Context: an optimization exercise on an open-source flow, tuned for small area, a short achievable clock period and few clock cycles per item. The choices shown serve that exercise and are no tape-out recipe.
RTL that was checked went through simulation tests only; none was proved equivalent to the original.
Only the layout flow was run in run 2; the RTL was not checked for function there.
Power and IR drop assume default switching activity.

## flow/design.v (module list and top-level ports; edited modules follow where they fit)
// module lattice_interp: 1365 lines
// module lattice_fa: 10 lines
// module lattice_add17: 7 lines
module lattice_interp (
  input  wire        clk,
  input  wire        rst,
  input  wire        in_valid,
  input  wire [63:0] in_x,         
  output reg         in_ready,
  output reg         mem_rd,
  output reg  [16:0] mem_addr,
  input  wire [15:0] mem_rdata,    
  output reg         out_valid,
  output reg  [15:0] out_y
);
  // ...
==> flow/flow/run.sh <==
#!/bin/bash
# Standard layout, with plain buffers (buf_1) on the ports instead of the
# delay buffers the port-buffering step picks by default, and timing repair
# aiming at a shorter period than the 10 ns clock.
set -euo pipefail
bash standard.sh "BUFFER_PORTS_ARGS=-buffer_cell sky130_fd_sc_hd__buf_1" SETUP_SLACK_MARGIN=6.5 finish > standard.log 2>&1
==> flow/standard.sh <==
#!/bin/bash
# synth_recipe.tcl (not shown) runs the flow's synth.tcl, then flattens the netlist and writes it again
# the make line also repeats each setting of config.mk as NAME=value (left out here)
make -C /OpenROAD-flow-scripts/flow DESIGN_CONFIG=/design/flow/config.mk WORK_HOME=/design/flow/orfs CLKGATE_MAP_FILE= SYNTH_SCRIPT=/design/flow/synth_recipe.tcl "${@:-finish}"
==> flow/config.mk <==
export PLATFORM = sky130hd
export DESIGN_NAME = lattice_interp
export DESIGN_NICKNAME = lattice_interp
export VERILOG_FILES = /design/flow/design.v
export SDC_FILE = /design/flow/constraint.sdc
export NUM_CORES = 4
export LEC_CHECK = 0
export CAP_MARGIN = 20
export CORE_MARGIN = 2
export CORE_UTILIZATION = 40
export CTS_BUF_LIST = sky130_fd_sc_hd__clkbuf_16
export CTS_CLUSTER_DIAMETER = 90
export CTS_CLUSTER_SIZE = 30
export PLACE_DENSITY = 0.75
export SLEW_MARGIN = 20
export SYNTH_HIERARCHICAL = 1
==> flow/constraint.sdc <==
create_clock -name core_clock -period 10.0 [get_ports {clk}]
set_input_delay 2.0000 -clock core_clock [delete_from_list [all_inputs] [get_ports {clk}]]
set_output_delay 2.0000 -clock core_clock [all_outputs]
set_load 0.01 [all_outputs]
==> reports/qor.json, run 1 <==
{
  "power.density_cell_area_mw_per_mm2": 380.1,
  "timing.reg2reg.worst_path_depth": 6,
  "switching_fraction_pct": 44.99,
  "synthTopCellsByArea": "dfxtp_1, fa_1, ha_1, edfxtp_1, xnor2_1",
  "clock_tree.root_cell": "clkbuf_16",
  "skew_final_ns": 0.02044,
  "synth.top_cells.by_count": "dfxtp_1, ha_1, fa_1, a22oi_1",
  "postSynthAreaPerCell_um2": 10.76,
  "timing.max_cap.violations": 0,
  "cts.htree.levels": 1,
  "fin_crit_ns": 3.413,
  "setup-violations-final": 0,
  "finalHoldViolations": 0,
  "vdd_ir_drop_max_uv": 231.3,
  "detail_route.wirelength.met1_mm": 23.59,
  "routed_wl_per_cell_um": 20.73,
  "status": "timing/DRC/antenna clean",
  "grt-busiest-layer": "met2",
  "worst_hold_path_type": "reg2reg",
  "inv_count": 156,
  "path_depth": 6,
  "crit_fanout": 17,
  "seqCellArea_mm2": 0.006932,
  "cp_cell_sequence": "a22oi_1, xnor2_1, fa_1, fa_1, fa_1, fa_1",
  "grt_antenna_before_repair": 0,
  "first_global_vias": 16070,
  "syn_area_mm2": 0.02167,
  "final_cell_area_mm2": 0.02352,
  "drt_first_pass_iters": 6,
  "critical_path.top_delay_family": "adder cells",
  "dr.max_layer_used": "met4",
  "placed_cells_incl_taps": 2734,
  "hold_depth": 0,
  "worst_setup_hold_path_clk_slew_ns": 0.10,
  "min_period_over_period_pct": 34.13,
  "cts_tree": "built",
  "pin_count_of_the_biggest_net_entering_global_routing": 69,
  "max_stage_delay_ns": 0.90,
  "ys.flop_type": "dfxtp_1"
}
Testbench counts, summed over its fixed seeds: cycles 8,968, items 2,048.
==> run 2, diff against run 1 <==
--- a/flow/design.v
+++ b/flow/design.v
@@ -15,62 +15,62 @@
   reg         lastc;       
   reg         fc;          
   reg  [3:0]  done;        
   wire [3:0]  one_x = {&in_x[63:48], &in_x[47:32], &in_x[31:16], &in_x[15:0]};
   wire [15:0] f0 = {x_r[11:0],  x_r[15:12]};
   wire [15:0] f1 = {x_r[27:16], x_r[31:28]};
   wire [15:0] f2 = {x_r[43:32], x_r[47:44]};
   wire [15:0] f3 = {x_r[59:48], x_r[63:60]};
-  reg  [15:0] ib;
+  wire [15:0] ib = {x_r[63:60], x_r[47:44], x_r[31:28], x_r[15:12]};
   wire g01 = f0 >= f1, g02 = f0 >= f2, g03 = f0 >= f3;
   wire g12 = f1 >= f2, g13 = f1 >= f3, g23 = f2 >= f3;
   wire g10 = f1 >= f0, g20 = f2 >= f0, g30 = f3 >= f0;
   wire g21 = f2 >= f1, g31 = f3 >= f1, g32 = f3 >= f2;
   wire [3:0] R = ~done & {|f3, |f2, |f1, |f0};
   wire [3:0] top;
   assign top[0] = R[0] & (~R[1] | g01) & (~R[2] | g02) & (~R[3] | g03);
   assign top[1] = R[1] & (~R[0] | g10) & (~R[2] | g12) & (~R[3] | g13);
   assign top[2] = R[2] & (~R[0] | g20) & (~R[1] | g21) & (~R[3] | g23);
   assign top[3] = R[3] & (~R[0] | g30) & (~R[1] | g31) & (~R[2] | g32);
   wire       more = |(R & ~top);
   reg  [3:0]  tp;          
   wire [16:0] inc_tp = (tp[0] ? 17'd1 : 17'd0) + (tp[1] ? 17'd17 : 17'd0) +
                        (tp[2] ? 17'd289 : 17'd0) + (tp[3] ? 17'd4913 : 17'd0);
   wire [16:0] addr_nx;
   wire ad_1s, ad_1c;
-  lattice_fa ad_1u (.a(done[0]), .b(done[1]), .c(ib[4]), .s(ad_1s), .co(ad_1c));
+  lattice_fa ad_1u (.a(done[0]), .b(done[1]), .c(done[2]), .s(ad_1s), .co(ad_1c));
   wire ad_2 = ib[5] ^ ib[8];
   wire ad_3 = ib[5] & ib[8];
   wire ad_4 = ib[6] ^ ib[9];
   wire ad_5 = ib[6] & ib[9];
   wire ad_6 = ib[7] ^ ib[10];
   wire ad_7 = ib[7] & ib[10];
   wire ad_8s, ad_8c;
-  lattice_fa ad_8u (.a(done[1]), .b(ib[11]), .c(ib[8]), .s(ad_8s), .co(ad_8c));
-  wire ad_9 = done[3] ^ ib[15];
-  wire ad_10 = done[3] & ib[15];
+  lattice_fa ad_8u (.a(done[1]), .b(done[3]), .c(ib[11]), .s(ad_8s), .co(ad_8c));
+  wire ad_9 = ib[8] ^ ib[15];
+  wire ad_10 = ib[8] & ib[15];
   wire ad_11s, ad_11c;
-  lattice_fa ad_11u (.a(done[2]), .b(ib[9]), .c(done[3]), .s(ad_11s), .co(ad_11c));
+  lattice_fa ad_11u (.a(done[2]), .b(done[3]), .c(ib[9]), .s(ad_11s), .co(ad_11c));
   wire ad_12 = ib[13] ^ ib[12];
   wire ad_13 = ib[13] & ib[12];
   wire ad_14 = ib[10] ^ ib[14];
   wire ad_15 = ib[10] & ib[14];
   wire ad_16 = ib[0] ^ ib[4];
   wire ad_17 = ib[0] & ib[4];
   wire ad_18s, ad_18c;
   lattice_fa ad_18u (.a(ib[1]), .b(ib[5]), .c(ib[9]), .s(ad_18s), .co(ad_18c));
   wire ad_19s, ad_19c;
   lattice_fa ad_19u (.a(ib[2]), .b(ib[6]), .c(ib[10]), .s(ad_19s), .co(ad_19c));
   wire ad_20s, ad_20c;
   lattice_fa ad_20u (.a(ib[3]), .b(ib[7]), .c(ib[11]), .s(ad_20s), .co(ad_20c));
   wire ad_21s, ad_21c;
-  lattice_fa ad_21u (.a(done[2]), .b(done[3]), .c(ib[12]), .s(ad_21s), .co(ad_21c));
+  lattice_fa ad_21u (.a(done[3]), .b(ib[4]), .c(ib[12]), .s(ad_21s), .co(ad_21c));
   wire ad_22s, ad_22c;
-  lattice_fa ad_22u (.a(ib[13]), .b(ib[12]), .c(ad_2), .s(ad_22s), .co(ad_22c));
+  lattice_fa ad_22u (.a(ib[13]), .b(ib[12]), .c(ad_1c), .s(ad_22s), .co(ad_22c));
   wire ad_23s, ad_23c;
   lattice_fa ad_23u (.a(ib[14]), .b(ib[13]), .c(ad_3), .s(ad_23s), .co(ad_23c));
   wire ad_24s, ad_24c;
   lattice_fa ad_24u (.a(ib[15]), .b(ib[14]), .c(ad_5), .s(ad_24s), .co(ad_24c));
   wire ad_25s, ad_25c;
   lattice_fa ad_25u (.a(ib[12]), .b(ad_7), .c(ad_9), .s(ad_25s), .co(ad_25c));
   wire ad_26s, ad_26c;
   lattice_fa ad_26u (.a(ad_10), .b(ad_12), .c(ad_8c), .s(ad_26s), .co(ad_26c));
@@ -84,21 +84,21 @@
   wire ad_31 = ib[8] & ib[12];
   wire ad_32s, ad_32c;
   lattice_fa ad_32u (.a(ib[13]), .b(ad_17), .c(ad_18s), .s(ad_32s), .co(ad_32c));
   wire ad_33s, ad_33c;
   lattice_fa ad_33u (.a(ib[14]), .b(ad_18c), .c(ad_19s), .s(ad_33s), .co(ad_33c));
   wire ad_34s, ad_34c;
   lattice_fa ad_34u (.a(ib[15]), .b(ad_19c), .c(ad_20s), .s(ad_34s), .co(ad_34c));
   wire ad_35s, ad_35c;
-  lattice_fa ad_35u (.a(ad_20c), .b(ad_21s), .c(ad_1s), .s(ad_35s), .co(ad_35c));
+  lattice_fa ad_35u (.a(ad_1s), .b(ad_20c), .c(ad_21s), .s(ad_35s), .co(ad_35c));
   wire ad_36s, ad_36c;
-  lattice_fa ad_36u (.a(ad_21c), .b(ad_1c), .c(ad_22s), .s(ad_36s), .co(ad_36c));
+  lattice_fa ad_36u (.a(ad_2), .b(ad_21c), .c(ad_22s), .s(ad_36s), .co(ad_36c));
   wire ad_37s, ad_37c;
-  lattice_fa ad_37u (.a(ad_4), .b(ad_23s), .c(ad_22c), .s(ad_37s), .co(ad_37c));
+  lattice_fa ad_37u (.a(ad_4), .b(ad_22c), .c(ad_23s), .s(ad_37s), .co(ad_37c));
   wire ad_38s, ad_38c;
   lattice_fa ad_38u (.a(ad_6), .b(ad_23c), .c(ad_24s), .s(ad_38s), .co(ad_38c));
   wire ad_39s, ad_39c;
   lattice_fa ad_39u (.a(ad_8s), .b(ad_24c), .c(ad_25s), .s(ad_39s), .co(ad_39c));
   wire ad_40s, ad_40c;
   lattice_fa ad_40u (.a(ad_11s), .b(ad_25c), .c(ad_26s), .s(ad_40s), .co(ad_40c));
   wire ad_41s, ad_41c;
   lattice_fa ad_41u (.a(ad_11c), .b(ad_27s), .c(ad_26c), .s(ad_41s), .co(ad_41c));
@@ -1322,21 +1322,22 @@
     accn_s   <= s_nx;
     accn_c   <= c_nx;
     lo_r     <= acc[15:0];
     out_y    <= fin ? acc[31:16] : fcy ? fh1 : out_y;
     first1   <= fc;
     first2   <= first1;
     first3   <= first2;
     mem_addr <= addr_nx;
-    ib       <= {in_x[63:60] & ~{4{one_x[3]}}, in_x[47:44] & ~{4{one_x[2]}},
-                 in_x[31:28] & ~{4{one_x[1]}}, in_x[15:12] & ~{4{one_x[0]}}};
     tp       <= bs;
     if (!act) begin
-      x_r  <= in_x;
+      x_r  <= {in_x[63:60] & ~{4{one_x[3]}}, in_x[59:48],
+               in_x[47:44] & ~{4{one_x[2]}}, in_x[43:32],
+               in_x[31:28] & ~{4{one_x[1]}}, in_x[27:16],
+               in_x[15:12] & ~{4{one_x[0]}}, in_x[11:0]};
       done <= one_x;
     end else begin
       done <= done | top;
     end
     if (rst) begin
       act       <= 1'b0;
       in_ready  <= 1'b1;
       lastc     <= 1'b0;
--- a/flow/config.mk
+++ b/flow/config.mk
@@ -6,11 +6,10 @@
 export NUM_CORES = 4
 export LEC_CHECK = 0
 export CAP_MARGIN = 20
 export CORE_MARGIN = 2
 export CORE_UTILIZATION = 40
 export CTS_BUF_LIST = sky130_fd_sc_hd__clkbuf_16
 export CTS_CLUSTER_DIAMETER = 90
 export CTS_CLUSTER_SIZE = 30
-export PLACE_DENSITY = 0.75
 export SLEW_MARGIN = 20
 export SYNTH_HIERARCHICAL = 1
==> reports/qor.json, run 2 <==
{
  "syn_area": {"value": 0.02135, "unit": "mm2", "change": "-1.5%"},
  "worst_setup_hold_path_clk_slew": {"value": 0.09, "unit": "ns", "change": "about the same"},
  "skew_final": {"value": 0.02035, "unit": "ns", "change": "-0.00008250 ns"},
  "worst_hold_path_type": "reg2reg",
  "yosys_warnings": 7,
  "crit_path_start_kind": "flop",
  "grtUsageMet3_pct": 2.502,
  "postSynthAreaPerCell": {"value": 10.72, "unit": "um2", "change": "-0.38%"},
  "die_y_um": 235.0,
  "largest_register_ffs": 64,
  "cts_hold_buf": 0,
  "synth_top_area_share_pct": 19.41,
  "cts-root-to-sink-buffers": 3,
  "cp.buffers_inverters": 1,
  "grt_pass1_wl_mm": 87.93,
  "largest_registers": "x_r (64), accn_c (32), accn_s (32)",
  "fin_crit": {"value": 3.430, "unit": "ns", "change": "+0.01726 ns"},
  "grt-busiest-layer": "met2",
  "endpoint_kind": "flop",
  "grt.overflow.total": 0,
  "proportion_of_synthesized_flip_flops_having_asynchronous_set_or_reset_pct": 0,
  "crit_path_class": "reg2reg",
  "post-route-drc-count": 0,
  "timing.max_cap.violations": {"value": 0, "change": "unchanged"},
  "grt_antenna_before_repair": {"value": 0, "change": "unchanged"},
  "synth_enable_flop_cells": 80,
  "internal-power_w": 0.004851,
  "synth_cell_type_count": 71,
  "vdd_ir_drop_max": {"value": 186.7, "unit": "uV", "change": "-19%"},
  "route.detailed.vias_per_inst": 5.416,
  "timing.reg2reg.worst_path_depth": {"value": 7, "change": "+1"},
  "ios": 119,
  "r2r-start": "first3$_DFF_P_",
  "max_clock_freq_mhz": 291.6,
  "synth.ff_latch_count": 287,
  "whs_endpoint": "w2[6]$_DFF_P_",
  "unrepaired_setup_endpoints_after_global_routing": "no",
  "timing.setup.tns_ns": 0,
  "area_inside_the_core_boundary_mm2": 0.05266,
  "layout.nets": 2575,
  "ys_seq_area_share_pct": 30.66,
  "finished_core_util_pct": 44.60,
  "yosys.cell_count.top_type": "ha_1",
  "cp_cell_sequence": "buf_12, or2_4, fa_1, fa_1, fa_1, fa_1, fa_1",
  "routed_wl_per_cell": {"value": 19.83, "unit": "um", "change": "-4.3%"},
  "crit_path_start": "first3$_DFF_P_",
  "required_ns": 10.43,
  "synth.top_cells.by_count": "ha_1, dfxtp_1, fa_1, inv_1, xnor2_1",
  "grt_use_total_pct": 19.97,
  "use_met1_pct": 25.64,
  "crit_fanout": {"value": 62, "change": "+45"},
  "rows": 84,
  "detail_route.wirelength_mm": 54.96,
  "mostFrequentLayoutCell": "ha_1",
  "drt_iter0_markers": 977,
  "final_cell_count_no_fill": 2772,
  "port_buffers": 118,
  "syn2layout_area_growth_pct": 10.00,
  "drt_first_pass_iters": {"value": 5, "change": "-1"},
  "drive_above_1_share_pct": 10.84,
  "clock_sink_count": 287,
  "hp-start": "w_reg[6]$_DFF_P_",
  "pwr-share-seq_pct": 25.9,
  "use_met2_pct": 34.39,
  "hold_depth": {"value": 0, "change": "unchanged"},
  "worst_hold_slack_ns": 0.3291,
  "combinationalPowerShare_pct": 63.7,
  "status": "timing/DRC/antenna clean",
  "crit-reg2reg-capture": "accn_c[20]$_DFF_P_",
  "critical-path-top-cell-by-count": "fa_1",
  "post-dp-hpwl_mm": 43.07,
  "cts_buffers": 20,
  "max_slew.worst_pin.slew_ns": 0.8317,
  "cp_data_arrival_time_ns": 3.86,
  "ys.flop_type": "dfxtp_1",
  "cts_tree": "built",
  "power.density_cell_area": {"value": 373.8, "unit": "mW/mm2", "change": "-1.7%"},
  "switching_fraction": {"value": 44.74, "unit": "%", "change": "-0.25 points"},
  "max_stage_delay": {"value": 0.57, "unit": "ns", "change": "-0.33 ns"},
  "r2r_setup_slack_ns": 6.57,
  "num_vias": 15010,
  "detail-route-antenna-nets": 0,
  "slew-limit-headroom_pct": 44.04,
  "cts.htree.levels": {"value": 1, "change": "unchanged"},
  "first_global_vias": {"value": 15560, "change": "-3.2%"},
  "antenna-diode-count": 0,
  "postSynthCellCount": 1991,
  "critical_path.top_delay_family": "adder cells",
  "largest_register": "x_r",
  "clkPwrFrac_pct": 10.4,
  "clock_tree.root_cell": "clkbuf_16",
  "pin_count_of_the_biggest_net_entering_global_routing": {"value": 67, "change": "-2.9%"},
  "clkLatencyLatePin_ns": 0.57,
  "synthTopCellsByArea": "dfxtp_1, fa_1, ha_1, edfxtp_1, xnor2_1",
  "finalHoldViolations": {"value": 0, "change": "unchanged"},
  "chipWidth_um": 235.0,
  "die-area_mm2": 0.05523,
  "min_period_over_period": {"value": 34.30, "unit": "%", "change": "+0.17 points"},
  "total_leakage_power_nw": 9.570,
  "setup-violations-final": {"value": 0, "change": "unchanged"},
  "initial_utilization_pct": 40.54,
  "yosysTopAreaCell": "dfxtp_1",
  "layout_common_cells": "ha_1, fa_1, dfxtp_1, inv_1, xnor2_1",
  "fin_max_slew_vios": 0,
  "placed_cells_incl_taps": {"value": 2707, "change": "-0.99%"},
  "switchingPower_w": 0.003928,
  "finalWeightedCongestion": 0.9516,
  "slowest_stage": "fa_1",
  "final.fill_count": 4970
}
run 2: cells by family (layout without fill, tap and decap cells):
group	after synthesis	after routing	synth area share (%)
AOI/OAI and AO/OA	391	391	12.92
muxes	26	26	1.360
DFF	287	287	30.66
xor gates and xnor gates	204	204	8.369
buffers and inverters	263	355	4.730
and+or+nand+nor	397	397	10.06
adders and majority gates	422	422	31.87
other	1	2	0.01757
run 2: stage by stage:
| stage | worst slack (ns) | area [um2] | power [W] |
|---|---|---|---|
| after detailed placement | 5.932 | 22330 | 0.007895 |
| after floorplan | 6.499 | 21350 | 0.006351 |
| after global placement | 6.018 | 22330 | 0.007707 |
| final | 6.570 | 23480 | 0.008779 |
| after global routing | 6.490 | 23480 | 0.009833 |
| after CTS | 6.470 | 23230 | 0.008853 |
run 2: worst reg2reg max path: cells and delay by family, from the launching register on:
family / cells / cell delay, ns
fa+ha+maj: 5 / 2.46
simple gates: 1 / 0.34
flops: 1 / 0.33
buf+inv: 1 / 0.18
run 2: repair_timing:
item | CTS | global route
gates resized for setup | 30 | 44
pin swaps | 1 | 4
setup buffers | 16 | 13
endpoints found under the setup margin | 37 | 39
run 2: routing by layer:
| layer | share of wire (%) | up-vias |
|---|---|---|
| li1 | - | 7097 |
| met1 | 43 | 7370 |
| met2 | 49 | 425 |
| met3 | 4.3 | 120 |
| met4 | 4.1 | 0 |
| met5 | 0 | - |
run 2: layout make-up:
type | instances | area (um2) | area share [%]
repair buffers | 156 | 757.0 | 3.223
inverters | 163 | 616.8 | 2.627
clock buffers | 20 | 500.5 | 2.131
multi-input cells | 1442 | 13930 | 59.31
clock inverters | 16 | 222.7 | 0.9484
flip-flops and latches | 287 | 6599 | 28.10
well taps | 688 | 860.8 | 3.666
run 2: worst max-delay path by stage:
stage                                end  slack [ns]  cells after the start
global route        mem_addr[16]$_DFF_P_        6.49                      9
floorplan             accn_c[22]$_DFF_P_        6.50                      8
CTS                   accn_c[20]$_DFF_P_        6.47                      7
finish                accn_c[20]$_DFF_P_        6.57                      7
detailed placement    accn_c[20]$_DFF_P_        5.93                      7
global placement      accn_c[20]$_DFF_P_        6.02                      7
run 2: per-module statistics from Yosys, one instance, submodules excluded:
module	flip-flops and latches	cells inside	copies in the design	area [um2]
lattice_add17	0	100	1	762.0
lattice_fa	0	1	191	20.02
lattice_interp	287	1700	1	16760
run 2: power by group through the flow:
stage	registers, W	clock network, W	logic (W)
6_report	0.00227	0.000913	0.00559
3_3_place_gp	0.00229	0	0.00542
5_1_grt	0.00232	0.000986	0.00653
3_5_place_dp	0.00230	0	0.00560
4_1_cts	0.00227	0.000948	0.00564
2_1_floorplan	0.00199	0	0.00436

==> static timing again, ports no longer ideal <==
Ports are ideal in the flow. The routed layouts listed here were re-timed in OpenROAD.
Step 1: set_driving_cell puts a clkbuf_16 on clk and a buf_2 on each other input, an assumption about the parent block.
Step 2 adds t to the input delays and takes it off the output delays; t is the mean of the earliest and latest rising clock arrival at the registers after step 1. Input paths then give back, and output paths get back, about the clock's delay inside the block.
Slacks: ideal ports / drivers / drivers and shift; pairs: ideal ports / drivers.
run | shift t [ns] | setup WS [ns] | clock arrival spread, ns | slew at the worst register clock pin (ns) | pins driven straight from the clock port
run 1 | 0.605 | 6.587 / 6.587 / 6.569 | 0.025 / 0.024 | 0.11 / 0.11 | 1
run 2 | 0.605 | 6.570 / 6.570 / 6.528 | 0.026 / 0.027 | 0.10 / 0.10 | 1
After both steps setup and hold are still met in every run listed. For run 2, which loses most, drivers alone change the setup slack by 0.000 ns; drivers and shift together by -0.042 ns.
